Context: an optimization exercise on an open-source flow, tuned for small area, a short achievable clock period and few clock cycles per item. The choices shown serve that exercise and are no tape-out recipe. Function was checked by simulation only, so behaviour that the tests miss may differ from the original.

P:
==> flow/design.v (excerpt) <==
module fliax_group_dot (
    input  wire         clk,
    input  wire         rst,
    input  wire         in_valid,
    output wire         in_ready,
    input  wire [127:0] a,
    input  wire [127:0] b,
    input  wire [31:0]  c,
    output reg          out_valid,
    output reg  [31:0]  out_result,
    output reg  [3:0]   out_flags
);
    localparam [31:0] CNAN = 32'h7FC0_0000;
    assign in_ready = 1'b1;
    function [9:0] rca10(input [9:0] x, input [9:0] y, input ci);
        reg cy;
        integer i;
        begin
            cy = ci;
            for (i = 0; i < 10; i = i + 1) begin
                rca10[i] = x[i] ^ y[i] ^ cy;
                cy = (x[i] & y[i]) | (x[i] & cy) | (y[i] & cy);
            end
        end
    endfunction
    function [79:0] incr(input [79:0] x, input inc);
        reg [79:0] p;
        integer l, i, jj;
        begin
            p = x;
            for (l = 0; l < 7; l = l + 1)
                for (i = 79; i >= 0; i = i - 1)
                    if (i & (1 << l)) begin
                        jj = ((i >> l) << l) - 1;
                        p[i] = p[i] & p[jj];
                    end
            incr[0] = x[0] ^ inc;
            for (i = 1; i < 80; i = i + 1)
                incr[i] = x[i] ^ (inc & p[i-1]);
        end
    endfunction
    function [3:0] msb7p1(input [6:0] x);
        begin
            casez (x)
                7'b1??????: msb7p1 = 4'd7;
                7'b01?????: msb7p1 = 4'd6;
                7'b001????: msb7p1 = 4'd5;
                7'b0001???: msb7p1 = 4'd4;
                7'b00001??: msb7p1 = 4'd3;
                7'b000001?: msb7p1 = 4'd2;
                default:    msb7p1 = 4'd1;
            endcase
        end
    endfunction
    function [2:0] tzc8(input [7:0] x);
        begin
            casez (x)
                8'b???????1: tzc8 = 3'd0;
                8'b??????10: tzc8 = 3'd1;
                8'b?????100: tzc8 = 3'd2;
                8'b????1000: tzc8 = 3'd3;
                8'b???10000: tzc8 = 3'd4;
                8'b??100000: tzc8 = 3'd5;
                8'b?1000000: tzc8 = 3'd6;
                default:     tzc8 = 3'd7;
            endcase
        end
    endfunction
  ...
Size in the first run: about 670 flip-flops, ~89,000 sq um of cells after synthesis.
clock: 90.0 ns
lec_check: 0
cap_margin: 20
core_margin: 2
core_utilization: 55
place_density: 0.65
slew_margin: 20
synth_hierarchical: 1
standard.sh (not shown) runs the stock make flow with config.mk's settings and CLKGATE_MAP_FILE= SYNTH_SCRIPT=/design/flow/synth_recipe.tcl, a recipe that flattens the netlist after the stock synthesis.
==> flow/flow/run.sh <==
#!/bin/bash
# The standard layout (the standard.sh, standard synthesis included), with
# one change: the port buffers that global placement inserts are buf_2 cells
# instead of the default clkdlybuf4s50_1 delay cells.  The whole output of the
# ORFS run goes to standard.log; ORFS's per-step logs stay under orfs/logs.
set -euo pipefail
bash standard.sh 'BUFFER_PORTS_ARGS=-buffer_cell sky130_fd_sc_hd__buf_2' finish > standard.log 2>&1
Testbench counts of P, summed over its fixed seeds: cycles 16,032, items 16,000.
## Diff of input files: S against P
--- a/flow/design.v
+++ b/flow/design.v
@@ -378,17 +378,17 @@
         b0 <= b;
         c0 <= c;
     end
     wire [8:0] t_nan, t_inf, t_sign, t_nz, t_neg, t_cor;
     wire [7:0] t_zinf;
     wire [9:0] t_Tu [0:8];
     wire [9:0] t_Q  [0:8];
     wire [4:0] t_tz [0:8];
-    wire [15:0] t_p [0:7];      
+    wire [15:0] t_p [0:7];
     wire [23:0] t_mc;
     genvar gi;
     generate
         for (gi = 0; gi < 8; gi = gi + 1) begin : g_prod
             wire [15:0] xa = a0[16*gi +: 16];
             wire [15:0] xb = b0[16*gi +: 16];
             wire [7:0]  ea = xa[14:7];
             wire [7:0]  eb = xb[14:7];
@@ -414,19 +414,20 @@
             wire [7:0] mb = {hb, fb};
             wire [9:0] eaf = {2'b0, ea[7:1], ea[0] | ~ha};
             wire [9:0] ebf = {2'b0, eb[7:1], eb[0] | ~hb};
             wire [2:0] lza = ha ? 3'd0 : 3'd7 - msb7p1(fa[6:0]) + 3'd1;
             wire [2:0] lzb = hb ? 3'd0 : 3'd7 - msb7p1(fb[6:0]) + 3'd1;
             wire [3:0] lzab = {1'b0, lza} + {1'b0, lzb};
             wire [15:0] pn;
             fliax_gd_mul8 u_mul (.x(ma), .y(mb), .pn(pn));
-            wire [15:0] pnl = pn << lzab;
-            assign t_p[gi]   = pn;           
-            assign t_cor[gi] = pnl[15];
+            wire [15:0] p = ~pn;
+            wire [15:0] pl = p << lzab;
+            assign t_p[gi]   = p;
+            assign t_cor[gi] = ~pl[15];
             wire [8:0] qs;
             fliax_gd_rca #(.W(8)) u_q (.x(eaf[7:0]), .y(ebf[7:0]), .s(qs));
             assign t_Q[gi]   = {1'b0, qs};
             assign t_Tu[gi]  = t_nz[gi] ? (eaf + ebf + {6'd0, 4'd15 - lzab}) : 10'd0;
             assign t_tz[gi]  = {2'd0, tzc8(ma)} + {2'd0, tzc8(mb)};
         end
     endgenerate
     wire [7:0]  ec = c0[30:23];
@@ -480,17 +481,17 @@
     endgenerate
     wire any_nan  = |t_nan;
     wire any_zinf = |t_zinf;
     wire pos_inf  = |(t_inf & ~t_sign);
     wire neg_inf  = |(t_inf & t_sign);
     wire all_zero = ~|t_nz;
     wire all_negz = all_zero & (&t_sign);
     reg         v1;
-    reg [15:0]  p1 [0:7];       
+    reg [15:0]  p1 [0:7];
     reg [23:0]  mc1;
     reg [6:0]   sh1 [0:8];
     reg [8:0]   neg1;
     reg         cor1;
     reg [9:0]   emax1;
     reg         gst1;
     reg         nan1, inv1, inf1, infs1, zero1, zs1;
     always @(posedge clk) begin
@@ -509,17 +510,17 @@
         inf1  <= pos_inf | neg_inf;
         infs1 <= neg_inf;
         zero1 <= all_zero;
         zs1   <= all_negz;
     end
     wire [72:0] r [0:8];
     generate
         for (gi = 0; gi < 8; gi = gi + 1) begin : g_win
-            wire [71:0] w  = align16(p1[gi], 1'b1, sh1[gi], cor1) ^ {72{~neg1[gi]}};
+            wire [71:0] w  = align16(p1[gi], 1'b0, sh1[gi], cor1) ^ {72{neg1[gi]}};
             assign r[gi] = {(gi == 0) ? neg1[gi] : ~neg1[gi], w};
         end
     endgenerate
     assign r[8] = {~neg1[8], align24(mc1, 1'b0, sh1[8], cor1) ^ {72{neg1[8]}}};
     wire [72:0] l1as, l1bs, l1cs, l2as, l2bs, l3as, l4as;
     wire [73:1] l1ac, l1bc, l1cc, l2ac, l2bc, l3ac, l4ac;
     fliax_gd_csa u_l1a (.x(r[0]), .y(r[1]), .z(r[2]), .s(l1as), .c(l1ac));
     fliax_gd_csa u_l1b (.x(r[3]), .y(r[4]), .z(r[5]), .s(l1bs), .c(l1bc));
Results
- Clock period minus final worst setup slack was lower in the run labelled S.
- Sort P and S by largest net degree at the start of global routing, descending, and S comes first.
- Against P as the reference, S delivers a higher post-synthesis mux area share.
- Final area: P vs S — no meaningful difference
Testbench counts of S, summed over its fixed seeds: cycles 16,032, items 16,000.

-- static timing again, ports no longer ideal --
The flow's constraints put no driver on any port. The routed layouts listed below were extracted and timed again, unchanged, in two steps.
Step 1: set_driving_cell puts a clkbuf_16 on clk and a buf_2 on each other input, an assumption about the parent block.
Step 2, shift: input delay + t, output delay - t, t = (earliest + latest rising clock arrival at the registers) / 2. This alone moves slack from input paths to output paths.
a / b / c = ideal ports / drivers / drivers and shift; a / b = the first two.
run | t (ns) | slack for setup (ns) | latest minus earliest clock arrival (ns) | cell pins on the clock port's net
P | 0.856 | 70.728 / 70.635 / 71.491 | 0.123 / 0.124 | 1
S | 0.808 | 70.848 / 70.759 / 71.567 | 0.066 / 0.066 | 1
After both steps setup and hold are still met in every run listed.
